This design comes from an exercise in tuning for small area on the open sky130 flow, not from production work. At most, simulation tests tie the RTL to the original design; equivalence was not proved. Function not checked in runs 1 and 2: the RTL went through the layout flow alone. Power and IR drop assume default switching activity.

==> design/flow/design.v <==
`default_nettype none
module scl_pulse (
    input  wire        clk,
    input  wire        rst,               
    input  wire [16:0] cfg_const,         
    input  wire        cfg_test,          
    input  wire [15:0] cfg_tick_len,      
    input  wire        tick,              
    input  wire [47:0] e_uj,              
    output reg         pls,               
    output reg  [31:0] backlog,           
    output reg         bklg_evt           
);
    localparam [29:0] KD = 30'd439453125;    
    reg  [7:0]  cnt;
    wire        ph_mul  = (cnt >= 8'd1)  && (cnt <= 8'd48);
    wire        ph_div  = (cnt >= 8'd49) && (cnt <= 8'd72);
    wire        ph_tot  = (cnt >= 8'd73) && (cnt <= 8'd127);
    wire        ph_rot  = (cnt >= 8'd73) && (cnt <= 8'd114);    
    wire        rh_mul  = (cnt >= 8'd1)  && (cnt <= 8'd25);     
    wire        rh_ld   = (cnt >= 8'd73) && (cnt <= 8'd97);     
    wire        q_on    = (cnt <= 8'd96);             
    wire        n_on    = (cnt <= 8'd80);             
    wire        s_on    = (cnt >= 8'd105);            
    wire [2:0]  kb      = cnt[2:0] - 3'd1;            
    reg  [65:0] z;
    reg  [24:0] rh;           
    reg         rz;           
    reg  [54:0] t_q;          
    reg         tz;           
    reg         c1, b2;       
    reg         sat;          
    wire [7:0]  n_max = cfg_test ? 8'd200 : 8'd4;
    wire        cin   = rh[0] & ~rz & rh_mul;
    wire [18:0] m_s   = {1'b0, z[65:48]} + (z[0] ? {2'b0, cfg_const} : 19'd0) + {1'b0, cin, 17'd0};
    wire [29:0] d_v   = z[65:36];
    wire [30:0] d_sub = {1'b0, d_v} - {1'b0, KD};
    wire        d_ge  = ~d_sub[30];
    wire [28:0] d_r   = d_ge ? d_sub[28:0] : d_v[28:0];
    wire        t_b   = t_q[0] & ~tz;
    wire        q_b   = z[0] & q_on;
    wire        s1    = t_b ^ q_b ^ c1;
    wire        c1_n  = (t_b & q_b) | (c1 & (t_b ^ q_b));
    wire        n_b   = n_on & n_max[kb];
    wire        y     = s1 ^ n_b ^ b2;
    wire        b2_n  = (~s1 & (n_b | b2)) | (n_b & b2);
    always @(posedge clk) begin
        if (tick) begin
            z[47:0]  <= e_uj;
            z[65]    <= 1'b0;
            if (rz)
                z[64:48] <= 17'd0;
        end else if (ph_mul)
            z <= {m_s[18:1], m_s[0], z[47:1]};
        else if (ph_div)
            z <= {d_r, z[35:0], d_ge};
        else if (ph_rot)
            z <= {z[0], z[65:1]};
        else
            z[47:0] <= {1'b0, z[47:1]};
        if (rh_mul || rh_ld)
            rh <= {z[41], rh[24:1]};
        if (ph_tot)
            t_q <= {y, t_q[54:1]};
        if (ph_tot) begin
            c1 <= c1_n;
            b2 <= b2_n;
        end else begin
            c1 <= 1'b0;
            b2 <= 1'b0;
        end
        if (tick)
            sat <= 1'b0;
        else if (ph_tot && s_on && s1)
            sat <= 1'b1;
        if (rst) begin
            cnt <= 8'd0;
            rz  <= 1'b1;
            tz  <= 1'b1;
        end else begin
            if (tick)
                cnt <= 8'd1;
            else if (cnt == 8'd160)
                cnt <= 8'd0;
            else if (cnt != 8'd0)
                cnt <= cnt + 8'd1;
            if (cnt == 8'd114)
                rz <= 1'b0;
            if (ph_tot && cnt == 8'd127)
                tz <= b2_n;
        end
    end
    wire [7:0]  n_new = tz ? (t_q[7:0] + n_max) : n_max;
    reg  [7:0]  win_n;        
    reg  [7:0]  left;         
    reg  [16:0] dacc;
    reg  [14:0] wc;
    wire        start  = (left != 8'd0) && !dacc[16];
    wire [8:0]  da_p   = dacc[7:0] + win_n + {7'd0, start};
    wire [16:0] da_h   = start ? {1'b1, ~cfg_tick_len} : {dacc[16:8], 8'd0};
    wire [16:0] da_n   = da_h + {8'd0, da_p};
    wire [7:0]  w_h    = (cfg_test && win_n > 8'd4) ? win_n : 8'd5;
    wire [14:0] wc_b   = start ? cfg_tick_len[15:1] : wc;
    wire [15:0] wc_n   = {1'b0, wc_b} - {8'd0, w_h};
    always @(posedge clk) begin
        wc <= wc_n[14:0];
        if (cnt == 8'd158) begin
            win_n <= n_new;
            dacc  <= 17'h1FFFF;
        end else begin
            dacc  <= da_n;
        end
        if (rst) begin
            left     <= 8'd0;
            pls      <= 1'b0;
            backlog  <= 32'd0;
            bklg_evt <= 1'b0;
        end else begin
            if (cnt == 8'd159)
                left <= win_n;
            else if (start)
                left <= left - 8'd1;
            pls <= start | (pls & ~wc_n[15]);
            if (cnt == 8'd160) begin
                backlog[31:8] <= {24{sat}} | ({24{~tz}} & t_q[31:8]);
                backlog[7:0]  <= sat ? ~n_max : ({8{~tz}} & t_q[7:0]);
                bklg_evt      <= bklg_evt | sat;
            end
        end
    end
endmodule
`default_nettype wire
==> design/flow/flow/run.sh <==
#!/bin/bash
# Own layout flow: the standard ORFS flow (standard.sh) with
#  - synthesis: the standard synthesis script, but ABC maps with an area
#    oriented script (flow/abc.script) and Yosys's full-adder extraction is
#    off; registers, their names and cell types are as in the standard one;
#  - every port still gets a buffer, of the smallest buffer cell;
#  - clock tree synthesis without dummy loads and with smaller buffers.
# Each make run writes its full output to a log file in the work folder.
set -euo pipefail
W=$(pwd)
F=$W/flow
cat > $W/own_synth.tcl <<EOT
proc abc {args} {
  set i [lsearch -exact \$args -script]
  if {\$i >= 0} { lset args [expr {\$i + 1}] $F/abc.script }
  yosys abc {*}\$args
}
source $W/synth_recipe.tcl
EOT
CTS="-sink_clustering_enable -repair_clock_nets -dont_use_dummy_load -buf_list sky130_fd_sc_hd__clkbuf_4"
bash standard.sh SYNTH_SCRIPT=$W/own_synth.tcl ADDER_MAP_FILE= \
  "BUFFER_PORTS_ARGS=-buffer_cell sky130_fd_sc_hd__buf_1" \
  "CTS_ARGS=$CTS" finish > $W/make_finish.log 2>&1
==> design/flow/flow/abc.script <==
strash
&get -n
&deepsyn -T 20
&put
dch -f
amap
topo
==> design/flow/standard.sh <==
#!/bin/bash
# synth_recipe.tcl (not shown) runs the flow's synth.tcl, then flattens the netlist and writes it again
# the make line also repeats each setting of config.mk as NAME=value (left out here)
make -C /OpenROAD-flow-scripts/flow DESIGN_CONFIG=/design/flow/config.mk WORK_HOME=/design/flow/orfs CLKGATE_MAP_FILE= SYNTH_SCRIPT=/design/flow/synth_recipe.tcl "${@:-finish}"
==> design/flow/config.mk <==
export PLATFORM = sky130hd
export DESIGN_NAME = scl_pulse
export DESIGN_NICKNAME = scl_pulse
export VERILOG_FILES = /design/flow/design.v
export SDC_FILE = /design/flow/constraint.sdc
export NUM_CORES = 4
export LEC_CHECK = 0
export CAP_MARGIN = 20
export CORE_MARGIN = 2
export CORE_UTILIZATION = 40
export SLEW_MARGIN = 20
==> design/flow/constraint.sdc <==
create_clock -name core_clock -period 20.0 [get_ports {clk}]
set_input_delay 4.0000 -clock core_clock [delete_from_list [all_inputs] [get_ports {clk}]]
set_output_delay 4.0000 -clock core_clock [all_outputs]
set_load 0.01 [all_outputs]
==> notes.md, run 1 <==
Outcome:
- The run finished with no timing, DRC or antenna violations.

CTS:
- The longest clock path from root to sink contains 3 buffers.
- The clock tree from TritonCTS is yes.
- The clock transition time at the flip-flop clock pins of the worst setup and hold paths is 0.06 ns.
- The total setup buffers inserted after CTS is 0.
- In this run the number of H-tree levels came out at 3.
- The clock latency reported for the late side of the worst-skew pair is 0.63 ns.
- The number of buffers added by the clock tree synthesis step is 67.
- Gates resized during post-CTS repair numbered 0.
- The tree built by TritonCTS fans out to 241 sinks.
- The clock root buffer is clkbuf_4.
- After clock tree synthesis, the flow added hold-fix buffers numbering 0.

Timing:
- Setup repair after global routing left no endpoint under its margin.
- The setup TNS after final layout is 0 ns.
- Across the routed clock network, the largest skew measured is 0.06620 ns.
- The max-slew violation count was 0.
- The count of final setup violators is 0.
- The count of final hold-check violations is 0.
- The minimum clock period is 10.10 ns.
- Timing would allow up to 0.09903 GHz.
- At the pin with the least slew margin, the transition time is 1.027 ns.
- The worst slew slack as a fraction of its limit is 30.64%.
- The share of the cycle needed by the critical path after routing is 50.49%.

Routing:
- The number of routed nets with antenna violations is 0.
- After the first detailed-routing iteration, the DRC count stood at 582.
- The via count normalized by instance count is 5.256.
- The average wire per cell in the routed design is 14.08 um.
- Before antenna repair, the detailed router went through 5 iterations.
- In the routed design, unresolved DRC markers number 0.
- The wire length after detailed routing is 23,290 um.
- The vias after detailed routing is 8,694.

Setup path:
- The setup path with the least slack is of type in -> reg.
- The cell with the largest stage delay on the worst path is a311oi_1.
- The highest net fanout along the worst path is 3.
- STA puts the critical path data required time at 20.53 ns.
- Data on the critical path arrives at its endpoint at 10.63 ns.
- The cell that appears most often on the critical path is nor2_1.
- The worst setup path is captured at a flop.
- STA classifies the critical path startpoint as a primary input.
- The largest single stage delay on the critical path is 0.27 ns.
- The worst register-to-register path has a depth of 49.

Power:
- The static leakage power is 0.004201 uW.
- Internal power comes to 837.4 uW.
- The power density over the cells is 103.8 nW/um2.
- The worst-case IR drop observed on VDD is 0.05191 mV.
- Net switching is 30.96% of the power.
- The part of the power in combinational logic is 23.6%.
- The net switching power figure is 375.5 uW.
- The clock network burns 27.0% of the power.
- The total power consumption of the routed design is 1213 uW.
- The relative contribution of sequential cells to total power is 49.4%.

GRT:
- The first global-routing pass estimated 37,760 um of wire.
- The leftover overflow at the end of global routing is 0.
- For this run, the total global-route usage over all layers was measured as 17.26%.
- The via count of the first global-routing pass is 7,941.
- The initial antenna violation count was 2.
- The largest net degree at the start of global routing is 58.

Synth:
- The net count after synthesis is 1,211.
- The post-synthesis instance area is 10,220 um2.
- Sequential cells were found to cover 57.51% of the synthesized design area.
- For this run, the number of Yosys warnings is 1.
- The flip-flop and latch count after synthesis is 241.
- The number of synthesized flops with an enable pin is 105.
- The synthesized instance count is 1,126.
- After synthesis, the share of flip-flops with an asynchronous set or reset is 0%.
- Averaged over all synthesized cells, the footprint is 9.073 um2.
- In the synthesized netlist the dominant register cell turns out to be dfxtp_1.
- The synthesized netlist contains 36 unique library cells.

Place:
- The routability congestion estimate is 0.8366.
- Buffers placed on the I/O ports in this run total 118.
- The post-detailed-placement half-perimeter wirelength is 15,540 um.
- The total instance count after detailed placement is 1,586.
- The instance area after placement is 11,180 um2.

Finish:
- After the flow finishes, the layout carries non-filler instances totaling 1,654.
- In the final layout, the share of cells above drive strength 1 is 6.349%.
- The final layout contains 1,410 nets.
- Cells fill 46.52% of the core in the end.
- Compared with the post-synthesis result, the final layout area differs by 14.34%.
- The final design instance area without fill is 11,680 um2.

Floorplan:
- The die covers 26,830 um2.
- The vertical die dimension is 163.8 um.
- The region available for standard cell placement spans 25,110 um2.
- The total number of placement rows is 58.
- Once the floorplan was initialized, standard cells occupied 40.69% of the core.
- In this run the horizontal extent of the chip is 163.8 um.
- The I/O pin total is 119.

Flow run:
- The reported max-cap violation count is 0.

Hold path:
- The tightest min-delay check is of the reg -> reg type.
- The number of cells traversed by the worst hold path is 0.
-- final timing paths --
kind                                end          from  slack [ns]
worst max-delay path              z[65]  cfg_const[0]        9.90
worst min-delay path            t_q[34]       t_q[35]        0.37
worst max register to register    z[65]          z[0]       12.13
worst min register to register  t_q[34]       t_q[35]        0.37
-- state kept, by name, indices dropped and copies added (netlist names), 8 cells and up --
register  cells
left          8
cnt           8
z            66
win_n         8
backlog      32
dacc         17
t_q          55
rh           25
wc           15
-- layer usage --
metal  part of all wire, %  vias up  GRT usage, %
met5                 0.056        -             0
met4                   1.8        2         6.021
met3                   6.0       43         5.581
met2                    45      208         27.14
met1                    47     3998         22.41
li1                      -     4443             -
-- placed cells by master (no fill, tap or decap), drive strengths merged, types with 2 or more instances in the layout --
cell,n
and3,10
nand2,109
nand3,9
a31o,3
nor3,54
o21a,19
edfxtp,105
a222oi,2
clkbuf,67
a221oi,2
and2,5
a311oi,4
o32ai,4
dfxtp,136
nand4,2
o22ai,18
clkinv,104
a22oi,14
o32a,2
nor2,251
or2,16
buf,130
o311ai,3
or3,6
a21oi,79
o21ai,94
a21o,2
o31ai,7
o221ai,10
a221o,28
a211oi,9
a31oi,4
nor4,3
nor2b,3
o211ai,5
-- cells in the mapped netlist, types with 2 or more instances --
library cell | count | area (um2)
and2_0 | 5 | 31.28
a31oi_1 | 4 | 25.02
nand3_1 | 9 | 45.04
a22oi_1 | 14 | 105.1
a21o_1 | 2 | 15.01
o211ai_1 | 5 | 37.54
clkinv_1 | 105 | 394.1
a311oi_1 | 4 | 35.03
or3_1 | 6 | 37.54
nor2b_1 | 3 | 18.77
nor3_1 | 54 | 270.3
nor2_1 | 251 | 942.2
a21oi_1 | 79 | 395.4
o32a_1 | 2 | 20.02
dfxtp_1 | 136 | 2723
o31ai_1 | 7 | 52.55
nand2_1 | 109 | 409.1
o221ai_1 | 10 | 87.58
and3_1 | 10 | 62.56
o22ai_1 | 18 | 112.6
o21a_1 | 19 | 142.6
a222oi_1 | 2 | 20.02
a31o_1 | 3 | 26.28
a221o_1 | 28 | 280.3
edfxtp_1 | 105 | 3153
o21ai_0 | 94 | 470.5
o32ai_1 | 4 | 35.03
o311ai_0 | 3 | 26.28
nand4_1 | 2 | 12.51
nor4_1 | 3 | 18.77
a211oi_1 | 9 | 67.56
or2_0 | 16 | 100.1
a221oi_1 | 2 | 17.52
-- critical path, delay by kind of cell --
family / cells / cell delay (ns)
AND/OR/NAND/NOR: 27 / 3.53
AO/OA/AOI/OAI: 20 / 2.82
buffers and inverters: 2 / 0.22
-- power groups by stage --
stage,Combinational (uW),Clock [uW],Sequential (uW)
global placement,279,0,609
floorplan,231,0,603
finish,286,327,600
global route,333,371,606
CTS,288,347,600
detailed placement,286,0,610
-- final cells by class --
| class | count | area, um2 |
|---|---|---|
| inverters | 105 | 394.1 |
| clock buffers | 67 | 503.0 |
| well taps | 330 | 412.9 |
| multi-input cells | 780 | 3960 |
| flip-flops and latches | 241 | 5876 |
| diodes | 1 | 2.502 |
| repair buffers | 130 | 533.0 |
| fillers | 2522 | 13430 |
-- metrics by stage --
| step | setup WS (ns) | hold slack [ns] |
|---|---|---|
| CTS | 10.07 | 0.3597 |
| global route | 8.836 | 0.3772 |
| floorplan | 10.28 | 0.4003 |
| finish | 9.902 | 0.3678 |
| global placement | 9.724 | 0.4026 |
| detailed placement | 9.447 | 0.4045 |
-- kinds of logic after synthesis --
group	after synthesis	synth area share, %
and+or+nand+nor	469	19.15
AOI/OAI and AO/OA	311	19.47
DFF	241	57.51
buffers and inverters	105	3.858
==> inputs of run 2 (changes only) <==
--- a/design/flow/flow/run.sh
+++ b/design/flow/flow/run.sh
@@ -17,7 +17,7 @@
 }
 source $W/synth_recipe.tcl
 EOT
-CTS="-sink_clustering_enable -repair_clock_nets -dont_use_dummy_load -buf_list sky130_fd_sc_hd__clkbuf_4"
+CTS="-sink_clustering_enable -repair_clock_nets -dont_use_dummy_load -buf_list sky130_fd_sc_hd__clkbuf_8 -sink_clustering_size 20 -sink_clustering_max_diameter 80"
 bash standard.sh SYNTH_SCRIPT=$W/own_synth.tcl ADDER_MAP_FILE= \
   "BUFFER_PORTS_ARGS=-buffer_cell sky130_fd_sc_hd__buf_1" \
   "CTS_ARGS=$CTS" finish > $W/make_finish.log 2>&1
==> run 2 against run 1 <==
Net effect: wire length down 2.8%; sequential cell count unchanged; die area unchanged; clock power down 31%; combinational power about the same; clock skew down 0.0086 ns; global-route usage down 0.77 points; first-iteration DRC count down 6.2%; still clean on timing, DRC and antenna; via count down 3.1%; maximum frequency down 0.77%; count of clock-buffer cells in the layout down 50; sequential share of layout area up 1.2 points.
==> notes.md, run 2 <==
Synth:
- The portion of the post-synthesis area used by sequential elements is 57.51%.
- The warning count from the yosys run is 1.
- The synthesized design devotes to its leading area cell type 30.86% of total area.
- In the synthesized netlist the dominant register cell turns out to be dfxtp_1.
- The number of nets handed over by synthesis was 1,211.
- In the synthesized netlist, the cells that appear most often are 251 x nor2_1, 136 x dfxtp_1, 109 x nand2_1.
- Yosys attributes the largest share of cell area to edfxtp_1 31%, dfxtp_1 27%, nor2_1 9.2%, o21ai_0 4.6%, nand2_1 4.0%.
- The flip-flop and latch count after synthesis is 241.
- The share of flip-flops with an asynchronous set or reset is 0%.
- Of all cell types, the one taking the most synthesized area is edfxtp_1.
- By instance count, the leading cell after synthesis is nor2_1.
- After synthesis, the netlist uses 36 different library cells.
- The mean instance size in the synthesized netlist is 9.073 um2.
- Synthesis produced 1,126 cells.
- The number of synthesized flops with an enable pin is 105.
- The post-synthesis instance area is 10,220 um2.

Floorplan:
- The floorplan step set the die height to 163.8 um.
- The area of the die is 26,830 um2.
- After floorplanning, the core was divided into 58 placement rows.
- 119 I/O pins were placed.
- The effective utilization at floorplan is 40.69%.
- The die boundary width is 163.8 um.
- The area of the core is 25,110 um2.

Hold path:
- The number of cells traversed by the worst hold path is 0.
- The endpoint of the worst hold path is t_q[34].
- In this run the most critical hold path is launched from t_q[35].
- The path class of the tightest hold or removal check is reg -> reg.

Finish:
- The net total in the final layout is 1,360.
- The top cell types in the final layout, fill and taps aside, are 249 x nor2_1, 136 x dfxtp_1, 118 x buf_1, 109 x nand2_1, 105 x edfxtp_1.
- The library cell used most frequently in the layout, excluding fill and tap cells, is nor2_1.
- The share of layout cells above drive strength 1 is 2.671%.
- The register with the most flip-flops in the layout has 66 of them.
- The area growth from synthesis to final layout is 11.68%.
- In the final layout, the registers with the most flip-flops are z: 66 flops, t_q: 55 flops, backlog: 32 flops.
- The repair_antennas step left the layout with diodes totalling 0.
- The register with the most flip-flops in the final layout is z.
- Once layout is done, the placed cells without fillers occupy 11,410 um2.
- Counting the fill cells in the layout gives 2,524.

GRT:
- The initial antenna violation count is 1.
- For this run the aggregate overflow at the end of global routing stands at 0.
- The first global-routing pass estimated 36,620 um of wire.
- The largest net degree at the start of global routing is 58.
- The via count of the first global-routing pass is 7,532.
- The total global routing track utilization is 16.49%.

CTS:
- CTS saw 241 sinks.
- The later pin in the worst-skew pair is clocked with a latency of 0.53 ns.
- The post-cts sizing count is 0.
- The clock root buffer is clkbuf_8.
- Post-CTS timing repair inserted 0 buffers for setup.
- Clock-pin slew was measured on the worst setup and hold paths at 0.11 ns.
- The number of hold buffers added after CTS was 0.
- The clock tree from TritonCTS is yes.
- The buffer levels on the longest clock path is 3.
- In this run the number of H-tree levels came out at 1.
- Counting the buffers created by CTS gives 17.

Setup path:
- STA puts the critical path data arrival time at 10.61 ns.
- The category of cells accounting for the largest share of critical-path delay is simple AND/OR/NAND/NOR gates.
- By instance count, the cell type seen most on the critical path is nor2_1.
- Tracing the worst setup path back leads to its startpoint at cfg_const[0].
- The capturing point of the worst reg2reg path is z[65].
- In this run the worst path has a maximum fanout of 3.
- The worst setup path is of the in -> reg kind.
- Together, buffers and inverters on the worst path number 2.
- The required time of the critical path is 20.43 ns.
- The slowest stage of the critical path is the a311oi_1 cell.
- The element type at the critical path end is a flop.
- The startpoint identified for the worst register-to-register timing path is z[0].
- The setup check on the worst reg-to-reg path leaves a slack of 12.08 ns.
- For the worst flop-to-flop path, the logic depth is 49.
- The worst stage delay on the critical path is 0.27 ns.
- STA classifies the critical path startpoint as a primary input.

Outcome:
- The flow ran to the end and the layout has no timing, DRC or antenna violations.

Timing:
- The post-route worst hold slack is 0.3866 ns.
- In the finished design, the share of the clock period the worst path needs comes to 50.88%.
- The achievable frequency is 0.09827 GHz.
- The max-slew violation count is 0.
- For the pin with the worst max-slew slack, the measured transition is 1.000 ns.
- For the finished layout, the period the worst path requires is 10.18 ns.
- On the final layout, the worst clock skew is 0.05761 ns.
- Setup repair after global routing left no endpoint under its margin.
- The count of final setup violators is 0.
- The count of final hold-check violations is 0.
- The worst slew slack as a fraction of its limit is 32.44%.
- The setup TNS after final layout is 0 ns.

Power:
- The peak supply drop is 0.05119 mV.
- For this design the ratio of total power to cell area is 97.23 nW/um2.
- The total power consumption of the routed design is 1109 uW.
- The static leakage power is 0.004014 uW.

Place:
- The routability congestion estimate is 0.8366.
- The instance area after placement is 11,180 um2.
- The number of buffers added on ports is 118.
- After legalization and detailed placement, the total HPWL measured 15,540 um.

Routing:
- Wires add up to 22,630 um.
- Dividing the detail-routed via count by the number of cells gives 5.255.
- The number of routed nets with antenna violations is 0.
- The average wire per cell in the routed design is 14.12 um.
- The iteration count of the initial detailed-routing pass is 5.
- The number of violations reported at the end of detailed-routing iteration 0 is 546.
- The DRC violation count after routing is 0.
- The vias after detailed routing is 8,424.

Flow run:
- The reported max-cap violation count is 0.
==> run 2: cell counts after synthesis <==
No cell type changed its count.
==> run 2: how the worst max path moves through the flow <==
stage / end / slack [ns] / depth (start not counted)
after floorplan: z[65] / 10.28 / 48
after global placement: z[65] / 9.72 / 49
after detailed placement: z[65] / 9.45 / 49
after CTS: z[65] / 9.95 / 49
after global routing: z[65] / 8.72 / 49
final: z[65] / 9.82 / 49
==> run 2: through the flow <==
stage	instances	util [%]	worst slack, ns
floorplan	1126	-	10.28
global placement	1586	44.51	9.724
detailed placement	1586	44.51	9.447
CTS	1603	45.44	9.948
global route	1603	45.44	8.716
finish	1603	45.44	9.824
==> run 2: area by class of cell <==
class | count | area [um2] | share of cell area [%]
clock buffers | 17 | 234.0 | 2.051
inverters | 105 | 394.1 | 3.454
multi-input cells | 780 | 3960 | 34.71
flip-flops and latches | 241 | 5876 | 51.50
well taps | 330 | 412.9 | 3.619
repair buffers | 130 | 533.0 | 4.672
==> run 2: power by group <==
| part | switching [uW] | internal, uW | leakage, uW | total [uW] |
|---|---|---|---|---|
| Clock | 148 | 77.3 | 0.000122 | 225 |
| Combinational | 174 | 111 | 0.00178 | 286 |
| Sequential | 26.0 | 572 | 0.00211 | 598 |
==> run 2: routing by layer <==
| metal | vias up | track usage (%) | wire length [um] |
|---|---|---|---|
| met3 | 26 | 3.611 | 1332 |
| li1 | 4328 | - | - |
| met1 | 3886 | 22.56 | 10780 |
| met4 | 2 | 3.270 | 277 |
| met5 | - | 0 | 13 |
| met2 | 182 | 27.08 | 10230 |
==> run 2: worst register-to-register path, delay by kind of cell, from the launching register on <==
| kind | cells | cell delay, ns |
|---|---|---|
| simple gates | 27 | 3.54 |
| compound gates | 20 | 2.84 |
| flops | 1 | 0.80 |
| buf+inv | 2 | 0.64 |
==> run 2: cells by family (layout without fill, tap and decap cells) <==
family	after synthesis	count (layout)	share of synthesized area, %
buf+inv	105	252	3.858
simple gates	469	469	19.15
compound gates	311	311	19.47
flops	241	241	57.51
==> inputs of run 3 (changes only) <==
--- a/design/flow/design.v
+++ b/design/flow/design.v
@@ -13,16 +13,17 @@
 );
     localparam [29:0] KD = 30'd439453125;    
     reg  [7:0]  cnt;
-    wire        ph_mul  = (cnt >= 8'd1)  && (cnt <= 8'd48);
-    wire        ph_div  = (cnt >= 8'd49) && (cnt <= 8'd72);
-    wire        ph_tot  = (cnt >= 8'd73) && (cnt <= 8'd127);
-    wire        ph_rot  = (cnt >= 8'd73) && (cnt <= 8'd114);    
-    wire        rh_mul  = (cnt >= 8'd1)  && (cnt <= 8'd25);     
-    wire        rh_ld   = (cnt >= 8'd73) && (cnt <= 8'd97);     
-    wire        q_on    = (cnt <= 8'd96);             
-    wire        n_on    = (cnt <= 8'd80);             
-    wire        s_on    = (cnt >= 8'd105);            
-    wire [2:0]  kb      = cnt[2:0] - 3'd1;            
+    wire        ph_mul  = (cnt >= 8'd56)  && (cnt <= 8'd103);
+    wire        ph_div  = (cnt >= 8'd104) && (cnt <= 8'd127);
+    wire        ph_tot  = (cnt >= 8'd128) && (cnt <= 8'd182);   
+    wire        ph_rot  = (cnt >= 8'd128) && (cnt <= 8'd169);   
+    wire        rh_mul  = (cnt >= 8'd56)  && (cnt <= 8'd80);    
+    wire        rh_ld   = (cnt >= 8'd128) && (cnt <= 8'd152);   
+    wire        q_on    = (cnt <= 8'd151);            
+    wire        n_on    = (cnt <= 8'd135);            
+    wire        s_on    = (cnt >= 8'd160);            
+    wire [2:0]  kb      = cnt[2:0];                   
+    wire        idle    = (cnt == 8'd215);
     reg  [65:0] z;
     reg  [24:0] rh;           
     reg         rz;           
@@ -69,24 +70,22 @@
             c1 <= 1'b0;
             b2 <= 1'b0;
         end
-        if (tick)
+        if (tick || rst)
             sat <= 1'b0;
         else if (ph_tot && s_on && s1)
             sat <= 1'b1;
         if (rst) begin
-            cnt <= 8'd0;
+            cnt <= 8'd215;
             rz  <= 1'b1;
             tz  <= 1'b1;
         end else begin
             if (tick)
-                cnt <= 8'd1;
-            else if (cnt == 8'd160)
-                cnt <= 8'd0;
-            else if (cnt != 8'd0)
+                cnt <= 8'd56;
+            else if (!idle)
                 cnt <= cnt + 8'd1;
-            if (cnt == 8'd114)
+            if (cnt == 8'd169)
                 rz <= 1'b0;
-            if (ph_tot && cnt == 8'd127)
+            if (cnt == 8'd182)
                 tz <= b2_n;
         end
     end
@@ -104,7 +103,7 @@
     wire [15:0] wc_n   = {1'b0, wc_b} - {8'd0, w_h};
     always @(posedge clk) begin
         wc <= wc_n[14:0];
-        if (cnt == 8'd158) begin
+        if (cnt == 8'd213) begin
             win_n <= n_new;
             dacc  <= 17'h1FFFF;
         end else begin
@@ -116,12 +115,12 @@
             backlog  <= 32'd0;
             bklg_evt <= 1'b0;
         end else begin
-            if (cnt == 8'd159)
+            if (cnt == 8'd214)
                 left <= win_n;
             else if (start)
                 left <= left - 8'd1;
             pls <= start | (pls & ~wc_n[15]);
-            if (cnt == 8'd160) begin
+            if (idle) begin
                 backlog[31:8] <= {24{sat}} | ({24{~tz}} & t_q[31:8]);
                 backlog[7:0]  <= sat ? ~n_max : ({8{~tz}} & t_q[7:0]);
                 bklg_evt      <= bklg_evt | sat;
--- a/design/flow/flow/run.sh
+++ b/design/flow/flow/run.sh
@@ -17,7 +17,7 @@
 }
 source $W/synth_recipe.tcl
 EOT
-CTS="-sink_clustering_enable -repair_clock_nets -dont_use_dummy_load -buf_list sky130_fd_sc_hd__clkbuf_8 -sink_clustering_size 20 -sink_clustering_max_diameter 80"
+CTS="-sink_clustering_enable -repair_clock_nets -dont_use_dummy_load -buf_list sky130_fd_sc_hd__clkbuf_8 -sink_clustering_size 16 -sink_clustering_max_diameter 60"
 bash standard.sh SYNTH_SCRIPT=$W/own_synth.tcl ADDER_MAP_FILE= \
   "BUFFER_PORTS_ARGS=-buffer_cell sky130_fd_sc_hd__buf_1" \
   "CTS_ARGS=$CTS" finish > $W/make_finish.log 2>&1
==> run 3 against run 2 <==
Net effect: highest routed layer is now met4; synthesized cell count shrank 8.3%; register-to-register slack better by 0.93 ns; still clean; clock power increased by 17%; cell count is 5.7% lower; sequential share of layout area rose by 0.33 points.
==> notes.md, run 3 <==
Outcome:
- The run finished with no timing, DRC or antenna violations.

Power:
- Internal power comes to 836.8 uW.
- The peak supply drop is 0.05197 mV.
- Combinational logic burns 28.5% of the power.
- The switching portion of total power is 33.18%.
- The static leakage power is 0.003927 uW.
- The power density over the cells is 110.5 nW/um2.
- The relative contribution of sequential cells to total power is 50.4%.
- The part of the total power dissipated in the clock network is 21.1%.
- Summed over all nets, the switching power comes to 415.6 uW.

Setup path:
- The cell with the largest stage delay on the worst path is or3_1.
- The most critical setup path has its endpoint at z[64].
- The origin of the critical flop-to-flop path is left[0].
- The reg2reg setup slack is 13.01 ns.
- In this run the worst setup path begins at cfg_const[1].
- The element type at the critical path end is a flop.
- The highest net fanout along the worst path is 3.
- The capturing point of the worst reg2reg path is dacc[16].
- By startpoint and endpoint, the worst setup path is classified as in -> reg.
- The most frequent cell on the critical path is o21ai_0.
- STA classifies the critical path startpoint as a primary input.
- On the worst path, the slowest cell contributes a delay of 0.37 ns.
- The required time of the critical path is 20.26 ns.
- The number of cells on the worst reg-to-reg path is 41.
- For the worst setup path, the data arrival time is 8.77 ns.

Floorplan:
- The area of the core is 24,960 um2.
- For this design the top-level I/O count stands at 119.
- From left edge to right edge, the die measures 162.6 um.
- The floorplan step defined a die boundary enclosing 26,440 um2.
- The total number of placement rows is 58.
- The effective utilization at floorplan is 40.30%.
- The die is 162.6 um tall.

Synth:
- Yosys attributes the largest share of cell area to edfxtp_1 31%, dfxtp_1 27%, nor2_1 5.9%, o21ai_0 4.9%, clkinv_1 4.9%.
- The distinct cell type count of the synthesized netlist is 44.
- The mean instance size in the synthesized netlist is 9.749 um2.
- The most used flip-flop cell after synthesis is dfxtp_1.
- The number of synthesized flops with an enable pin is 105.
- The share of synthesized area in the top cell type comes to 31.34%.
- For this run, the number of Yosys warnings is 1.
- The cell with the most instances after synthesis is nor2_1.
- After synthesis, the most frequently instantiated cells are 158 x nor2_1, 136 x dfxtp_1, 131 x clkinv_1.
- The cell taking the most area after synthesis is edfxtp_1.
- The portion of the post-synthesis area used by sequential elements is 58.40%.
- The synthesized netlist occupies a cell area of 10,060 um2.
- Synthesis inferred 241 register bits.
- Counting every instance in the synthesized netlist gives 1,032.
- In the synthesized netlist the async set-or-reset flop fraction comes to 0%.
- The net count after synthesis is 1,117.

GRT:
- The most congested layer reported by global routing is met2.
- For met3 alone, demand over resource in global routing was 2.903%.
- The leftover overflow at the end of global routing is 0.
- Global routing used 16.85% of the available tracks.
- The first global-routing pass estimated 36,700 um of wire.
- The initial antenna violation count is 0.
- The largest net degree at the start of global routing is 60.
- For met2 alone, demand over resource in global routing was 26.96%.
- Global routing consumed, on the met1 layer, 23.83% of the routing resources.
- The via count of the first global-routing pass is 7,483.

Finish:
- The filler cells instantiated in the layout total 2,457.
- The share of layout cells above drive strength 1 is 3.387%.
- The total area of multi-input combinational cells is 3730 um2.
- The largest registers in the layout are z: 66 flops, t_q: 55 flops, backlog: 32 flops.
- In the final design database the tool counted 1,268 nets.
- The library cell used most frequently in the layout, excluding fill and tap cells, is nor2_1.
- The flip-flop count of the largest register after layout is 66.
- The library cells used most frequently in the layout, excluding fill and tap cells, are 152 x nor2_1, 136 x dfxtp_1, 131 x clkinv_1, 117 x buf_1, 105 x edfxtp_1.
- Relative to the synthesized area, the layout overhead comes to 12.68%.
- The number of antenna repair diodes is 0.
- The area taken by flip-flops and latches is 5876 um2.
- Ranked by flip-flop count, first place goes to z.

Place:
- Routability-driven placement finished with a final weighted congestion of 0.8172.
- Detailed placement ended at an HPWL of 14,910 um.
- The worst setup timing slack at the placement stage is 10.97 ns.
- The count of buffers added on input and output ports is 118.

Timing:
- The worst slew slack as a fraction of its limit is 27.65%.
- The achievable frequency is 0.1175 GHz.
- The count of final hold-check violations is 0.
- Setup repair after global routing left no endpoint under its margin.
- In the post-route analysis, the smallest setup slack over all paths is 11.49 ns.
- Adding up every negative setup slack in the final design gives 0 ns.
- At the pin with the least slew margin, the transition time is 1.083 ns.
- The max-slew violation count was 0.
- In the finished design, the share of the clock period the worst path needs comes to 42.54%.
- The minimum clock period is 8.508 ns.
- Setup violations remaining at the end of the flow were counted as 0.
- For the final database, setup skew stands at 0.05416 ns.

CTS:
- The CTS H-tree depth is 1.
- The clock drives 241 sinks.
- The post-cts sizing count is 0.
- Post-CTS timing repair inserted 0 buffers for setup.
- The clock transition time at the flip-flop clock pins of the worst setup and hold paths is 0.09 ns.
- TritonCTS created 24 clock buffers.
- Clock latency on the worst-skew pair, taken at its later pin, is 0.56 ns.
- The buffer levels on the longest clock path is 3.
- The clock tree from TritonCTS is yes.
- The quantity of hold-fixing buffers added after cts is 0.
- The clock root buffer is clkbuf_8.

Routing:
- The wire length after detailed routing is 22,340 um.
- The average wire per cell in the routed design is 14.78 um.
- The first detailed-routing pass took 7 iterations.
- The vias after detailed routing is 8,051.
- The number of violations reported at the end of detailed-routing iteration 0 is 677.
- After detailed routing, the number of remaining DRC violations is 0.
- The count of nets left with antenna violations once routing finished came out at 0.
- The via count normalized by instance count is 5.328.

Flow run:
- Across the run, the number of max-cap violations was 0.

Hold path:
- In this run the worst hold path is classified as reg -> reg.
- The worst hold path was traced through 0 stages.
## run 3: cell types whose count changed in the layout (fill, tap and decap cells not counted), sizes merged, moves of 5 or more
cell / delta
nor2: -93
nor3: -37
a222oi: +33
clkinv: +27
nand2: -26
a21oi: -16
a31oi: +9
clkbuf: +8
and2: +7
buf: -6
o211ai: +6
and3: -5
o21ai: +5
## run 3: area by class of cell
cell class | count | area share [%]
flip-flops and latches | 241 | 51.83
multi-input cells | 660 | 32.90
repair buffers | 125 | 4.381
inverters | 131 | 4.337
well taps | 330 | 3.642
clock buffers | 24 | 2.914
## run 3: worst min-delay path by stage
| stage | slack [ns] | endpoint | startpoint |
|---|---|---|---|
| final | 0.41 | t_q[17] | t_q[18] |
| after global routing | 0.41 | rh[20] | rh[21] |
| after CTS | 0.39 | rh[20] | rh[21] |
| after detailed placement | 0.40 | rh[0] | rh[1] |
| after global placement | 0.40 | t_q[49] | t_q[50] |
| after floorplan | 0.40 | rh[0] | rh[1] |
## run 3: power groups by stage
stage | Combinational [uW] | Sequential, uW | Clock [uW]
2_1_floorplan | 285 | 631 | 0
3_3_place_gp | 348 | 640 | 0
3_5_place_dp | 357 | 641 | 0
4_1_cts | 358 | 631 | 278
5_1_grt | 419 | 639 | 294
6_report | 357 | 631 | 264
## run 3: cell families (layout without fill, tap and decap cells)
family | after synthesis | count (layout) | share of synthesized area, %
DFF | 241 | 241 | 58.40
xor gates and xnor gates | 1 | 1 | 0.08707
AOI/OAI and AO/OA | 345 | 345 | 23.34
and+or+nand+nor | 314 | 314 | 13.28
buffers and inverters | 131 | 280 | 4.887
## run 3: per-layer routing
layer / vias to the layer above / wire [um]
li1: 4115 / -
met5: - / 0
met3: 30 / 1157
met1: 3730 / 10820
met4: 0 / 400
met2: 176 / 9963
## run 3: per-stage QoR
step           area [um2]  instances  hold WS (ns)  util [%]  power [uW]
2_1_floorplan       10060       1032        0.4003         -       915.3
3_3_place_gp        11000       1487        0.4024     44.05       987.6
3_5_place_dp        11000       1487        0.4045     44.08       997.6
4_1_cts             11330       1511        0.3891     45.40        1267
5_1_grt             11340       1511        0.4088     45.41        1352
6_report            11340       1511        0.4068     45.41        1252
## run 3: critical path, delay by kind of cell
kind | cells | cell delay (ns)
AND/OR/NAND/NOR | 23 | 2.79
AO/OA/AOI/OAI | 15 | 1.90
buffers and inverters | 1 | 0.09
==> inputs of run 4 (changes only) <==
--- a/design/flow/flow/run.sh
+++ b/design/flow/flow/run.sh
@@ -17,7 +17,7 @@
 }
 source $W/synth_recipe.tcl
 EOT
-CTS="-sink_clustering_enable -repair_clock_nets -dont_use_dummy_load -buf_list sky130_fd_sc_hd__clkbuf_8 -sink_clustering_size 16 -sink_clustering_max_diameter 60"
+CTS="-sink_clustering_enable -repair_clock_nets -dont_use_dummy_load -buf_list sky130_fd_sc_hd__clkbuf_4 -sink_clustering_size 10 -sink_clustering_max_diameter 60"
 bash standard.sh SYNTH_SCRIPT=$W/own_synth.tcl ADDER_MAP_FILE= \
   "BUFFER_PORTS_ARGS=-buffer_cell sky130_fd_sc_hd__buf_1" \
   "CTS_ARGS=$CTS" finish > $W/make_finish.log 2>&1
==> run 4 against run 3 <==
Net effect: sequential cell count is the same; hold slack worse by 0.015 ns; global-route usage about the same; register-to-register slack got worse by 0.06 ns; via count is 0.62% higher; highest routed layer is now met5; cell count up 0.46%; sequential power about the same; clock skew is 0.024 ns higher; largest power group unchanged.
==> notes.md, run 4 <==
Synth:
- The cell taking the most area after synthesis is edfxtp_1.
- After synthesis, the most frequently instantiated cells are 158 x nor2_1, 136 x dfxtp_1, 131 x clkinv_1.
- Counting distinct cell types in the post-synthesis netlist gives 44.
- The most used flip-flop cell after synthesis is dfxtp_1.
- The net count after synthesis is 1,117.
- After synthesis, the cell types taking the most area are edfxtp_1 31%, dfxtp_1 27%, nor2_1 5.9%, o21ai_0 4.9%, clkinv_1 4.9%.
- For this run, the number of Yosys warnings is 1.
- The number of synthesized flops with an enable pin is 105.
- In the post-synthesis netlist, the cell with the most instances is nor2_1.
- A synthesized cell averages 9.749 um2.
- The portion of the post-synthesis area used by sequential elements is 58.40%.
- After synthesis the cells add up to 10,060 um2.
- The synthesized instance count is 1,032.
- The fraction of synthesized cell area taken by the top area cell type is 31.34%.
- The share of flip-flops with an asynchronous set or reset is 0%.
- The flip-flop and latch count after synthesis is 241.

Floorplan:
- The floorplan step set the die height to 162.6 um.
- The area of the core is 24,960 um2.
- The die boundary width is 162.6 um.
- The total number of placement rows is 58.
- The area of the die is 26,440 um2.
- Pin placement for this block handled 119 I/O pins.
- The effective utilization at floorplan is 40.30%.

Power:
- The analysis attributes to cell leakage a power of 0.003888 uW.
- Combinational logic is responsible for 29.5% of the overall power.
- Of the total power, registers draw 52.2%.
- The power density over the cells is 107.6 nW/um2.
- The switching portion of total power is 34.15%.
- Summed over all nets, the switching power comes to 412.9 uW.
- The clock network burns 18.3% of the power.
- The peak supply drop is 0.04367 mV.
- The internal portion of the total power is 796.0 uW.

Place:
- Routability-driven placement finished with a final weighted congestion of 0.8172.
- After detailed placement, the design holds a cell count of 1,487.
- The worst setup timing slack at the placement stage is 10.97 ns.
- Detailed placement finished with a half-perimeter wire length of 14,910 um.
- The count of buffers added on input and output ports is 118.

Routing:
- In the final routed layout, each cell accounts on average for 14.71 um.
- The via count normalized by instance count is 5.337.
- After detailed routing, the total wire length is 22,330 um.
- In the routed design, unresolved DRC markers number 0.
- The iteration count of the initial detailed-routing pass is 5.
- The final route contains 8,101 vias.
- The number of violations reported at the end of detailed-routing iteration 0 is 651.
- Once detail routing completed, the nets flagged for antenna violations numbered 0.

Timing:
- For the pin with the worst max-slew slack, the measured transition is 1.105 ns.
- The minimum clock period is 8.369 ns.
- Setup violations remaining at the end of the flow were counted as 0.
- Measured against its own limit, the worst slew margin works out to 26.15%.
- The count of final hold-check violations is 0.
- The max-slew violation count is 0.
- In the final timing run, aggregate negative setup slack is 0 ns.
- Across all hold checks on the routed design, the worst slack comes to 0.3918 ns.
- The post-route worst setup slack is 11.63 ns.
- The worst clock skew on the final layout is 0.07772 ns.
- Setup repair after global routing left no endpoint under its margin.
- Dividing the final minimum period by the clock period gives 41.85%.
- The achievable frequency is 0.1195 GHz.

Setup path:
- In this run the critical register-to-register path is launched from left[0].
- The highest net fanout along the worst path is 3.
- At the worst endpoint, the required time is 20.39 ns.
- The beginning of the critical path is cfg_const[1].
- For flop-to-flop paths, the worst setup slack is 12.95 ns.
- The number of cells on the worst reg-to-reg path is 41.
- The capturing element of the worst setup path is z[64].
- The element type at the critical path end is a flop.
- The data arrival time at the worst-slack endpoint is 8.75 ns.
- The category of cells accounting for the largest share of critical-path delay is simple AND/OR/NAND/NOR gates.
- Among the stages of the critical path, the cell type that occurs most often is o21ai_0.
- The capturing point of the worst reg2reg path is dacc[16].
- STA classifies the critical path startpoint as a primary input.
- The worst stage delay on the critical path is 0.37 ns.
- The critical path in this run is classified as in -> reg.
- The number of buffers and inverters on the critical path is 1.
- The number of cells on the critical path is 39.
- The cell with the largest stage delay on the worst path is or3_1.

CTS:
- The total setup buffers inserted after CTS is 0.
- TritonCTS built the clock tree.
- The quantity of hold-fixing buffers added after cts is 0.
- The clock transition time at the flip-flop clock pins of the worst setup and hold paths is 0.11 ns.
- The clock latency reported for the late side of the worst-skew pair is 0.70 ns.
- In this run the number of H-tree levels came out at 1.
- In this run, post-CTS repair resized a total of 0 instances.
- The clock net in this run drives a total of 241 sinks.
- Clock tree synthesis selected as its root buffer the cell clkbuf_4.
- The number of buffers added by the clock tree synthesis step is 29.
- The clock passes through at most 3 buffers.

Finish:
- From synthesis to final layout, the design area changed by 11.62%.
- The share of layout cells above drive strength 1 is 3.794%.
- The final non-filler cell total is 1,518.
- The register with the most flip-flops in the layout has 66 of them.
- The core occupancy in the finished layout is 44.98%.
- The largest registers in the layout are z: 66 flops, t_q: 55 flops, backlog: 32 flops.
- The net total in the final layout is 1,273.
- The most frequent standard cell in the layout excluding fill and tap cells is nor2_1.
- The library cells used most frequently in the layout, excluding fill and tap cells, are 152 x nor2_1, 136 x dfxtp_1, 131 x clkinv_1, 117 x buf_1, 105 x edfxtp_1.
- The register with the most flip-flops is z.

GRT:
- The total overflow left after global routing is 0.
- The via count of the first global-routing pass is 7,468.
- The first-pass GRT wire length is 36,670 um.
- The initial antenna violation count is 2.
- The largest net degree at the start of global routing is 60.
- The total global routing track utilization is 16.84%.

Outcome:
- The run finished with no timing, DRC or antenna violations.

Hold path:
- The path class of the tightest hold or removal check is reg -> reg.

Flow run:
- The reported max-cap violation count is 0.
-- run 4: cell counts after synthesis --
No cell type changed its count.
-- run 4: how the worst min path moves through the flow --
stage,from,endpoint,slack (ns),cells after the start
after global routing,rh[21],rh[20],0.39,0
after global placement,t_q[50],t_q[49],0.40,0
after CTS,rh[21],rh[20],0.40,0
after floorplan,rh[1],rh[0],0.40,0
after detailed placement,rh[1],rh[0],0.40,0
final,rh[21],rh[20],0.39,0
-- run 4: kinds of logic (layout without fill, tap and decap cells) --
kind of cell | Yosys count | in the layout | share of synthesized area, %
buffers and inverters | 131 | 285 | 4.887
AND/OR/NAND/NOR | 314 | 314 | 13.28
flip-flops | 241 | 241 | 58.40
XOR/XNOR | 1 | 1 | 0.08707
other | 0 | 2 | 0
AO/OA/AOI/OAI | 345 | 345 | 23.34
-- run 4: stage by stage --
| stage | area, um2 | power (uW) |
|---|---|---|
| after floorplan | 10060 | 915.3 |
| after global placement | 11000 | 987.6 |
| after detailed placement | 11000 | 997.6 |
| after CTS | 11220 | 1221 |
| after global routing | 11230 | 1312 |
| final | 11230 | 1209 |
-- run 4: layout make-up --
type                            instances  area [um2]
Fill cell                            2481       13730
Sequential cell                       241        5876
Multi-Input combinational cell        660        3730
Timing Repair Buffer                  125       496.7
Inverter                              131       491.7
Tap cell                              330       412.9
Clock buffer                           29       217.7
Antenna cell                            2       5.005
-- run 4: power groups by stage --
stage,Sequential [uW],Clock [uW],Combinational (uW)
detailed placement,641,0,357
global route,639,254,418
finish,630,221,357
CTS,630,232,358
floorplan,631,0,285
global placement,640,0,348
-- run 4: routing by layer --
metal | part of all wire [%] | routed length, um | vias to the layer above | track usage, %
met3 | 6.1 | 1371 | 29 | 3.387
li1 | - | - | 4155 | -
met5 | 0.090 | 20 | - | 0
met2 | 44 | 9861 | 191 | 26.77
met1 | 48 | 10720 | 3724 | 23.89
met4 | 1.6 | 351 | 2 | 3.660
==> inputs of run 5 (changes only) <==
--- a/design/flow/design.v
+++ b/design/flow/design.v
@@ -57,8 +57,10 @@
             z <= {d_r, z[35:0], d_ge};
         else if (ph_rot)
             z <= {z[0], z[65:1]};
-        else
-            z[47:0] <= {1'b0, z[47:1]};
+        else begin
+            z[47:0] <= z[48:1];
+            z[65]   <= z[0];
+        end
         if (rh_mul || rh_ld)
             rh <= {z[41], rh[24:1]};
         if (ph_tot)
@@ -89,7 +91,9 @@
                 tz <= b2_n;
         end
     end
-    wire [7:0]  n_new = tz ? (t_q[7:0] + n_max) : n_max;
+    wire [4:0]  n_hi  = t_q[7:3] + 5'b11001;
+    wire [7:0]  n_new = !tz     ? n_max :
+                        cfg_test ? {n_hi, t_q[2:0]} : {6'd0, t_q[1:0]};
     reg  [7:0]  win_n;        
     reg  [7:0]  left;         
     reg  [16:0] dacc;
--- a/design/flow/config.mk
+++ b/design/flow/config.mk
@@ -7,5 +7,5 @@
 export LEC_CHECK = 0
 export CAP_MARGIN = 20
 export CORE_MARGIN = 2
-export CORE_UTILIZATION = 40
+export CORE_UTILIZATION = 60
 export SLEW_MARGIN = 20
==> run 5 against run 4 <==
Net effect: still clean; cell count fell by 5.9%; global-route usage is 6.8 points higher; area after synthesis decreased by 0.46%.
==> notes.md, run 5 <==
Outcome:
- The flow ran to the end and the layout has no timing, DRC or antenna violations.

Synth:
- After synthesis, the share of flip-flops with an asynchronous set or reset is 0%.
- In this run the mean area of a mapped cell was 9.529 um2.
- The fraction of synthesized cell area taken by the top area cell type is 31.48%.
- In the synthesized netlist the dominant register cell turns out to be dfxtp_1.
- The biggest area contributor in the post-synthesis netlist is edfxtp_1.
- In the synthesized netlist, the cells that appear most often are 190 x nor2_1, 136 x dfxtp_1, 105 x edfxtp_1.
- The synthesized design contains 105 enable-type register cells.
- Ranked by total cell area, the synthesized netlist is headed by edfxtp_1 31%, dfxtp_1 27%, nor2_1 7.1%, a21oi_1 4.1%, o21ai_0 3.8%.
- The portion of the post-synthesis area used by sequential elements is 58.67%.
- The net count after synthesis is 1,136.
- The synthesized instance count is 1,051.
- Among all cell types in the netlist, the one instantiated most often is nor2_1.
- The distinct cell type count of the synthesized netlist is 41.
- The post-synthesis instance area is 10,010 um2.
- After synthesis the netlist holds a flip-flop and latch count of 241.
- The warning count from the yosys run is 1.

Setup path:
- For the worst flop-to-flop path, the logic depth is 39.
- The cell with the largest stage delay on the worst path is nor3_1.
- The highest net fanout along the worst path is 3.
- The setup path with the least slack is of type in -> reg.
- The capturing element of the worst setup path is z[64].
- The capturing point of the worst reg2reg path is z[64].
- Data arrives at the worst endpoint at 10.18 ns.
- In this design, the stage delay of the slowest critical-path cell is 0.30 ns.
- The origin of the critical flop-to-flop path is z[48].
- For the worst setup path, the data required time is 20.39 ns.
- The nature of the critical path startpoint is a primary input.
- Among the stages of the critical path, the cell type that occurs most often is nor2_1.
- The element type at the critical path end is a flop.
- The beginning of the critical path is cfg_const[0].
- The reg2reg setup slack is 13.10 ns.

Place:
- The routability congestion estimate is 0.8528.
- Once detailed placement completed, the half-perimeter wirelength came to 14,140 um.
- The number of buffers added on ports is 118.
- The worst setup timing slack at the placement stage is 9.607 ns.
- Once placement finished, the instance area stood at 10,830 um2.

CTS:
- The clock tree from TritonCTS is yes.
- The clock passes through at most 3 buffers.
- The clock net in this run drives a total of 241 sinks.
- The number of buffers added by the clock tree synthesis step is 28.
- Clock-pin slew was measured on the worst setup and hold paths at 0.11 ns.
- The quantity of hold-fixing buffers added after cts is 0.
- Post-CTS timing repair inserted 0 buffers for setup.
- The CTS H-tree depth is 1.
- The clock root buffer is clkbuf_4.
- The post-cts sizing count is 0.
- The clock latency reported for the late side of the worst-skew pair is 0.66 ns.

Power:
- The peak supply drop is 0.06037 mV.
- For this design the ratio of total power to cell area is 99.95 nW/um2.
- The static leakage power is 0.003866 uW.

Routing:
- The first detailed-routing pass took 5 iterations.
- The DRC violation count after routing is 0.
- In the final routed layout, each cell accounts on average for 14.80 um.
- The detailed router finished its first iteration with 464 violations.
- For this block, the via count after detailed routing is 8,155.
- The number of routed nets with antenna violations is 0.
- The via count normalized by instance count is 5.707.
- The wire length after detailed routing is 21,160 um.

GRT:
- The via count of the first global-routing pass is 7,286.
- The total global routing track utilization is 23.68%.
- The initial antenna violation count was 1.
- Entering global routing, the biggest net connects 58 pins.
- The first global-routing pass estimated 34,730 um of wire.
- Global routing finished with a remaining overflow of 0.

Timing:
- Setup slack closes at 10.21 ns.
- In this run the tightest slew margin relative to its limit is 39.09%.
- The worst clock skew on the final layout is 0.09411 ns.
- The setup TNS after final layout is 0 ns.
- Setup repair after global routing left no endpoint under its margin.
- The slew at the pin with the worst max-slew slack is 0.9103 ns.
- The count of final hold-check violations came to 0.
- The clock period could shrink to 9.790 ns.
- The achievable frequency is 0.1021 GHz.
- The max-slew violation count is 0.
- The share of the cycle needed by the critical path after routing is 48.95%.
- Setup violations remaining at the end of the flow were counted as 0.

Floorplan:
- The die boundary width is 133.2 um.
- The total number of placement rows is 47.
- The die is 133.2 um tall.
- The area of the core is 16,470 um2.
- In this run the count of I/O pins placed on the die edge is 119.
- The effective utilization at floorplan is 60.82%.
- The floorplan step defined a die boundary enclosing 17,740 um2.

Finish:
- The net total in the final layout is 1,295.
- The area growth from synthesis to final layout is 10.29%.
- The post-route netlist has 3.560% of its cells at a drive strength greater than 1.
- The final design instance area without fill is 11,050 um2.
- The register with the most flip-flops in the layout has 66 of them.
- z holds more flip-flops than any other register.
- The most frequent standard cell in the layout excluding fill and tap cells is nor2_1.
- The largest registers in the layout are z: 66 flops, t_q: 55 flops, backlog: 32 flops.
- Leaving out fill and tap cells, the most frequent cells in the layout are 188 x nor2_1, 136 x dfxtp_1, 118 x buf_1, 105 x edfxtp_1, 100 x clkinv_1.

Flow run:
- Max-cap violations in this run came to 0.

Hold path:
- The min-delay analysis places its worst path in the category reg -> reg.
## run 5: cell count changes after synthesis, moves of 22 or more
cell,before,now
a222oi_1,35,0
o22ai_1,18,51
nor2_1,158,190
clkinv_1,131,101
nor3_1,17,45
o21ai_0,99,77
## run 5: worst min path at each step
stage             from  endpoint  depth (start not counted)
2_1_floorplan    rh[1]     rh[0]                          0
3_3_place_gp   t_q[32]   t_q[31]                          0
3_5_place_dp   t_q[36]   t_q[35]                          0
4_1_cts          z[23]     z[22]                          2
5_1_grt          z[23]     z[22]                          2
6_report         z[23]     z[22]                          2
## run 5: through the flow
step,total power [uW],hold WS (ns),instances,utilization [%]
global placement,894.9,0.4031,1400,65.74
detailed placement,904.3,0.4045,1400,65.78
floorplan,841.5,0.4003,1051,-
CTS,1112,0.3747,1428,67.06
finish,1104,0.3688,1429,67.08
global route,1181,0.3956,1429,67.08
## run 5: layout make-up
type	instances	area, um2
flip-flops and latches	241	5876
fillers	1416	5420
multi-input cells	709	3776
repair buffers	129	525.5
inverters	101	380.4
well taps	220	275.3
clock buffers	28	210.2
diodes	1	2.502
## run 5: kinds of logic after synthesis
kind of cell    share of synthesized area, %
simple gates                           15.93
compound gates                         21.61
flops                                  58.67
buf+inv                                3.786
## run 5: power by group
| part | total [uW] | internal (uW) | switching [uW] |
|---|---|---|---|
| sequential | 626 | 589 | 36.1 |
| combinational | 271 | 105 | 166 |
| clock | 208 | 64.2 | 144 |
| total | 1100 | 759 | 345 |
## run 5: routing by layer
metal	part of all wire [%]	global-route usage, %	wire length (um)
met5	0	0	0
met4	2.2	6.974	464
met3	5.7	4.148	1204
met2	44	36.73	9334
met1	48	34.52	10150
## run 5: worst max-delay path, delay by kind of cell
family,cells,cell delay [ns]
and+or+nand+nor,32,4.94
AOI/OAI and AO/OA,7,1.10
buffers and inverters,2,0.12
==> inputs of run 6 (changes only) <==
--- a/design/flow/config.mk
+++ b/design/flow/config.mk
@@ -7,5 +7,5 @@
 export LEC_CHECK = 0
 export CAP_MARGIN = 20
 export CORE_MARGIN = 2
-export CORE_UTILIZATION = 60
+export CORE_UTILIZATION = 40
 export SLEW_MARGIN = 20
==> run 6 against run 5 <==
Net effect: sequential power about the same; first-iteration DRC count up 12%; register-to-register slack lost 0.14 ns; via count rose by 0.13%; combinational power is essentially flat; synthesized cell count stayed put; critical path type unchanged.
==> notes.md, run 6 <==
Outcome:
- The flow ran to the end and the layout has no timing, DRC or antenna violations.

Timing:
- Adding up every negative setup slack in the final design gives 0 ns.
- The post-route worst hold slack is 0.4089 ns.
- Setup slack closes at 10.12 ns.
- The worst clock skew on the final layout is 0.06877 ns.
- After layout, the worst path uses 49.41% of the clock period.
- The max-slew violation count is 0.
- Derived from the worst setup path, the maximum achievable clock frequency is 0.1012 GHz.
- Setup repair after global routing left no endpoint under its margin.
- The minimum clock period is 9.882 ns.
- Setup violations remaining at the end of the flow were counted as 0.
- The slew at the pin with the worst max-slew slack is 1.045 ns.
- In this run the tightest slew margin relative to its limit is 29.44%.
- The count of final hold-check violations was 0.

Finish:
- The register with the most flip-flops in the final layout is z.
- Summing all flip-flop and latch instances after layout gives 5876 um2.
- The multi-input combinational cells in the finished layout cover a total of 3769 um2.
- The area growth from synthesis to final layout is 11.81%.
- The net total in the final layout is 1,299.
- Counting the fill cells in the layout gives 2,446.
- In the layout the commonest cells are 188 x nor2_1, 136 x dfxtp_1, 118 x buf_1, 105 x edfxtp_1, 100 x clkinv_1.
- The share of layout cells above drive strength 1 is 3.878%.
- In the final layout, the registers with the most flip-flops are z: 66 flops, t_q: 55 flops, backlog: 32 flops.
- The most frequent standard cell in the layout excluding fill and tap cells is nor2_1.
- The flip-flop count of the largest register after layout is 66.

Routing:
- Across all layers, the routed design uses 8,166 vias.
- The DRC violation count after routing is 0.
- The number of violations reported at the end of detailed-routing iteration 0 is 520.
- The detail route stage leaves a number of antenna-violating nets equal to 0.
- Wires add up to 22,730 um.
- After detailed routing, the average wire length per cell comes to 14.79 um.
- Dividing the detail-routed via count by the number of cells gives 5.313.
- Before antenna repair, the detailed router went through 4 iterations.

Synth:
- Among all flip-flop cells after synthesis, the most frequent one is dfxtp_1.
- edfxtp_1 takes more of the synthesized area than any other cell.
- By area the synthesized netlist is led by edfxtp_1 31%, dfxtp_1 27%, nor2_1 7.1%, a21oi_1 4.1%, o21ai_0 3.8%.
- Yosys mapped a number of flops with a built-in enable equal to 105.
- Synthesis inferred 241 register bits.
- Synthesis handed over a netlist of 1,051 instances.
- The post-synthesis instance area is 10,010 um2.
- The net count after synthesis is 1,136.
- A synthesized cell averages 9.529 um2.
- Of the post-synthesis cell area, the dominant cell type holds 31.48%.
- The distinct cell type count of the synthesized netlist is 41.
- The cell with the most instances after synthesis is nor2_1.
- For this run, asynchronously set or reset flops after synthesis account for 0%.
- The warning count from the yosys run is 1.
- After synthesis, the most frequently instantiated cells are 190 x nor2_1, 136 x dfxtp_1, 105 x edfxtp_1.
- The portion of the post-synthesis area used by sequential elements is 58.67%.

CTS:
- CTS placed an instance of clkbuf_4 at the clock tree root.
- The post-cts sizing count is 0.
- The total setup buffers inserted after CTS is 0.
- The CTS H-tree depth is 1.
- TritonCTS created 29 clock buffers.
- Counting every sink on the clock net gives 241.
- The clock passes through at most 3 buffers.
- TritonCTS built the clock tree.
- After clock tree synthesis, the clock-pin slew on the worst setup and hold paths is 0.10 ns.
- The clock latency reported for the late side of the worst-skew pair is 0.69 ns.
- For this design, the CTS-stage hold fixing added 0 buffers.

Place:
- The post-detailed-placement half-perimeter wirelength is 15,170 um.
- During placement, the flow inserted port buffers numbering 118.
- The worst setup timing slack at the placement stage is 9.487 ns.
- The routability congestion estimate is 0.8260.

GRT:
- Entering global routing, the biggest net connects 48 pins.
- For this run, the total global-route usage over all layers was measured as 17.17%.
- For this run the aggregate overflow at the end of global routing stands at 0.
- The via count of the first global-routing pass is 7,664.
- The first global-routing pass estimated 37,350 um of wire.
- The initial antenna violation count is 1.

Setup path:
- The most frequent cell on the critical path is nor2_1.
- The highest net fanout along the worst path is 3.
- Data on the critical path arrives at its endpoint at 10.29 ns.
- The worst stage delay on the critical path is 0.32 ns.
- The element type at the critical path end is a flop.
- The slowest stage of the critical path is the nor3_1 cell.
- The reg2reg setup slack is 12.96 ns.
- The worst setup path is launched from a primary input.
- The worst setup path category is in -> reg.
- The origin of the critical flop-to-flop path is z[48].
- STA puts the critical path data required time at 20.41 ns.
- The number of cells on the worst reg-to-reg path is 38.
- The capturing point of the worst reg2reg path is z[64].

Floorplan:
- The floorplan step defined a die boundary enclosing 26,320 um2.
- The effective utilization at floorplan is 40.94%.
- The I/O pin total is 119.
- The die boundary width is 162.2 um.
- The total number of placement rows is 57.
- The floorplan step defined a core boundary enclosing 24,460 um2.
- The vertical die dimension is 162.2 um.

Power:
- For this design the static power due to leakage is 0.003885 uW.
- The peak supply drop is 0.04131 mV.
- The total power consumption of the routed design is 1113 uW.
- The power density over the cells is 99.44 nW/um2.

Flow run:
- The reported max-cap violation count is 0.

Hold path:
- The worst hold path terminates at rh[21].
- The tightest min-delay check is of the reg -> reg type.
- The source of the worst hold timing path is rh[22].
- Along the worst hold path, the cell count comes to 0.
==> run 6: worst max-delay path by stage <==
stage / slack (ns) / end / from / depth (start not counted)
3_3_place_gp: 9.80 / z[64] / cfg_const[0] / 40
2_1_floorplan: 10.35 / z[64] / cfg_const[0] / 41
4_1_cts: 10.20 / z[64] / cfg_const[0] / 40
3_5_place_dp: 9.49 / z[64] / cfg_const[0] / 41
5_1_grt: 9.05 / z[64] / cfg_const[0] / 40
6_report: 10.12 / z[64] / cfg_const[0] / 40
==> run 6: final cells by class <==
type	instances	area share, %
timing repair buffer	132	4.894
multi-input combinational	709	33.66
sequential	241	52.48
antenna	1	0.02235
inverter	101	3.386
tap	324	3.621
clock buffer	29	1.944
==> run 6: cells by family (layout without fill, tap and decap cells) <==
| logic type | Yosys count | count (layout) | synth area share, % |
|---|---|---|---|
| flip-flops | 241 | 241 | 58.67 |
| AO/OA/AOI/OAI | 335 | 335 | 21.61 |
| AND/OR/NAND/NOR | 374 | 374 | 15.93 |
| buffers and inverters | 101 | 262 | 3.786 |
| other | 0 | 1 | 0 |
==> run 6: worst max-delay path: cells and delay by family <==
kind | cells | cell delay (ns)
simple gates | 32 | 5.21
buf+inv | 2 | 0.12
compound gates | 6 | 0.94
==> run 6: layer usage <==
| metal | up-vias | global-route usage (%) | wire length (um) |
|---|---|---|---|
| met4 | 0 | 4.586 | 418 |
| met3 | 38 | 3.064 | 1229 |
| li1 | 4174 | - | - |
| met2 | 181 | 27.66 | 10040 |
| met1 | 3773 | 23.96 | 11040 |
| met5 | - | 0 | 0 |
==> run 6: through the flow <==
stage | instance area, um2 | util [%] | instances
2_1_floorplan | 10010 | - | 1051
3_3_place_gp | 10980 | 44.87 | 1507
3_5_place_dp | 10980 | 44.87 | 1507
4_1_cts | 11190 | 45.76 | 1536
5_1_grt | 11200 | 45.77 | 1537
6_report | 11200 | 45.77 | 1537
==> run 6: where the power goes <==
group / total, uW / switching (uW) / internal, uW
Clock: 218 / 152 / 66.2
Sequential: 625 / 36.0 / 589
Combinational: 270 / 165 / 106
Total: 1110 / 352 / 761
==> inputs of run 7 (changes only) <==
--- a/design/flow/config.mk
+++ b/design/flow/config.mk
@@ -7,5 +7,5 @@
 export LEC_CHECK = 0
 export CAP_MARGIN = 20
 export CORE_MARGIN = 2
-export CORE_UTILIZATION = 40
+export CORE_UTILIZATION = 50
 export SLEW_MARGIN = 20
==> run 7 against run 6 <==
Net effect: still clean on timing, DRC and antenna; synthesized cell count did not move; core utilization rose by 11 points; area after synthesis did not move; critical path depth did not move.
==> notes.md, run 7 <==
CTS:
- The quantity of hold-fixing buffers added after cts is 0.
- TritonCTS created 28 clock buffers.
- The clock transition time at the flip-flop clock pins of the worst setup and hold paths is 0.12 ns.
- The clock root buffer is clkbuf_4.
- The total setup buffers inserted after CTS is 0.
- The later pin in the worst-skew pair is clocked with a latency of 0.65 ns.
- TritonCTS built the clock tree.
- CTS built an H-tree with a depth of 1.
- In this run the deepest clock path goes through 3 buffers.
- Clock tree synthesis found a total of 241 sinks.

Synth:
- The post-synthesis instance area is 10,010 um2.
- The most instantiated flip-flop cell in the synthesis netlist is dfxtp_1.
- The warning count from the yosys run is 1.
- The mean instance size in the synthesized netlist is 9.529 um2.
- Ranked by instance count, the synthesized netlist is headed by 190 x nor2_1, 136 x dfxtp_1, 105 x edfxtp_1.
- The cell with the most instances after synthesis is nor2_1.
- After synthesis, flip-flops and latches occupy 58.67% of the total area.
- The netlist uses 41 different library cells.
- In this run, synthesis inferred 105 flip-flops with an integrated enable.
- The net count after synthesis is 1,136.
- Summed over its instances, the top area cell type makes up 31.48% of the synthesized netlist area.

Place:
- After legalization and detailed placement, the total HPWL measured 14,670 um.
- During placement, the flow inserted port buffers numbering 118.
- The routability congestion estimate is 0.8164.

Finish:
- Relative to the synthesized area, the layout overhead comes to 10.92%.
- Cells with a size suffix above 1 make up 3.719% of the layout.
- In the layout the commonest cells are 188 x nor2_1, 136 x dfxtp_1, 118 x buf_1, 105 x edfxtp_1, 100 x clkinv_1.
- The flip-flop count of the largest register after layout is 66.
- Counting flops per register, the top entry is z.
- The layout has 1,795 filler cells.
- The library cell used most frequently in the layout, excluding fill and tap cells, is nor2_1.
- The core occupancy in the finished layout is 56.70%.

GRT:
- The most congested layer reported by global routing is met2.
- The total global routing track utilization is 20.65%.
- The via count of the first global-routing pass was 7,571.
- The met3 usage is 3.323%.
- Global routing used 33.01% of the available met2 tracks.
- Entering global routing, the biggest net connects 47 pins.

Flow run:
- The tool flagged a number of max-cap violations equal to 0.

Hold path:
- The endpoint of the worst hold path is t_q[38].
- In this run the most critical hold path is launched from t_q[39].
- The class of the tightest hold or removal check is reg -> reg.
- The number of cells traversed by the worst hold path is 0.

Floorplan:
- From bottom edge to top edge, the die measures 145.5 um.
- The area of the core is 19,590 um2.
- Measured along the x axis, the die boundary spans 145.5 um.

Setup path:
- The critical path contains buffers and inverters numbering 2 combined.
- The cell with the largest stage delay on the worst path is nor3_1.
- In this design, the stage delay of the slowest critical-path cell is 0.31 ns.
- By startpoint and endpoint, the worst setup path is classified as in -> reg.
- The origin of the critical flop-to-flop path is z[48].
- The highest net fanout along the worst path is 3.
- At the worst endpoint, the arrival time is 10.21 ns.
- Among cell families on the critical path, the largest total delay comes from simple AND/OR/NAND/NOR gates.
- The required time of the critical path is 20.41 ns.
- The capturing point of the worst reg2reg path is z[64].
- The cell that appears most often on the critical path is nor2_1.
- The beginning of the critical path is cfg_const[0].

Timing:
- The setup TNS after final layout is 0 ns.
- The count of final hold-check violations is 0.
- The slew at the pin with the worst max-slew slack is 1.036 ns.
- Between clock sinks in the finished design, the worst skew comes to 0.04409 ns.
- The routed design could run at a clock period as short as 9.798 ns.
- The worst slew slack as a fraction of its limit is 30.68%.
- The max-slew violation count is 0.

Power:
- VDD sags by at most 0.05939 mV.

Routing:
- The final route contains 8,112 vias.
- In this run, the number of DRC markers left after iteration 0 of detailed routing was 502.
- Summed over all layers, the routed wires come to 22,150 um.
- Dividing the detail-routed via count by the number of cells gives 5.496.

Outcome:
- The flow ran to the end and the layout has no timing, DRC or antenna violations.
[run 7: report_power, final]
group | internal [uW] | total (uW) | switching (uW)
registers | 589 | 625 | 36.0
clock network | 64.3 | 213 | 149
logic | 106 | 272 | 166
total | 759 | 1110 | 351
[run 7: per-layer routing]
| layer | vias up | share of wire (%) |
|---|---|---|
| met4 | 0 | 2.2 |
| li1 | 4180 | - |
| met3 | 35 | 4.6 |
| met2 | 172 | 45 |
| met5 | - | 0 |
| met1 | 3725 | 49 |
[run 7: final cells by class]
type	count	area (um2)	area share [%]
diodes	1	2.502	0.02253
clock buffers	28	210.2	1.892
inverters	101	379.1	3.413
multi-input cells	709	3769	33.93
flip-flops and latches	241	5876	52.89
well taps	265	331.6	2.985
repair buffers	131	540.5	4.866
[run 7: worst max-delay path by stage]
stage,cells after the start,endpoint,slack [ns]
after global placement,40,z[64],9.84
after detailed placement,40,z[64],9.58
after floorplan,41,z[64],10.35
final,40,z[64],10.20
after global routing,40,z[64],8.91
after CTS,40,z[64],10.31
[run 7: through the flow]
| step | cell area (um2) | instances | power (uW) | hold WS [ns] | worst slack (ns) |
|---|---|---|---|---|---|
| floorplan | 10010 | 1051 | 841.5 | 0.4003 | 10.35 |
| global placement | 10900 | 1447 | 899.9 | 0.4007 | 9.841 |
| CTS | 11110 | 1475 | 1121 | 0.3945 | 10.31 |
| global route | 11110 | 1476 | 1194 | 0.4306 | 8.909 |
| finish | 11110 | 1476 | 1110 | 0.4005 | 10.20 |
| detailed placement | 10900 | 1447 | 906.6 | 0.4045 | 9.577 |
[run 7: kinds of logic after synthesis]
logic type	count (synthesis)	synth area share, %
AOI/OAI and AO/OA	335	21.61
buffers and inverters	101	3.786
DFF	241	58.67
and+or+nand+nor	374	15.93
[run 7: worst reg2reg max path, delay by kind of cell (launching register included)]
| kind | cells | cell delay [ns] |
|---|---|---|
| AOI/OAI and AO/OA | 6 | 0.93 |
| and+or+nand+nor | 32 | 5.32 |
| DFF | 1 | 0.48 |
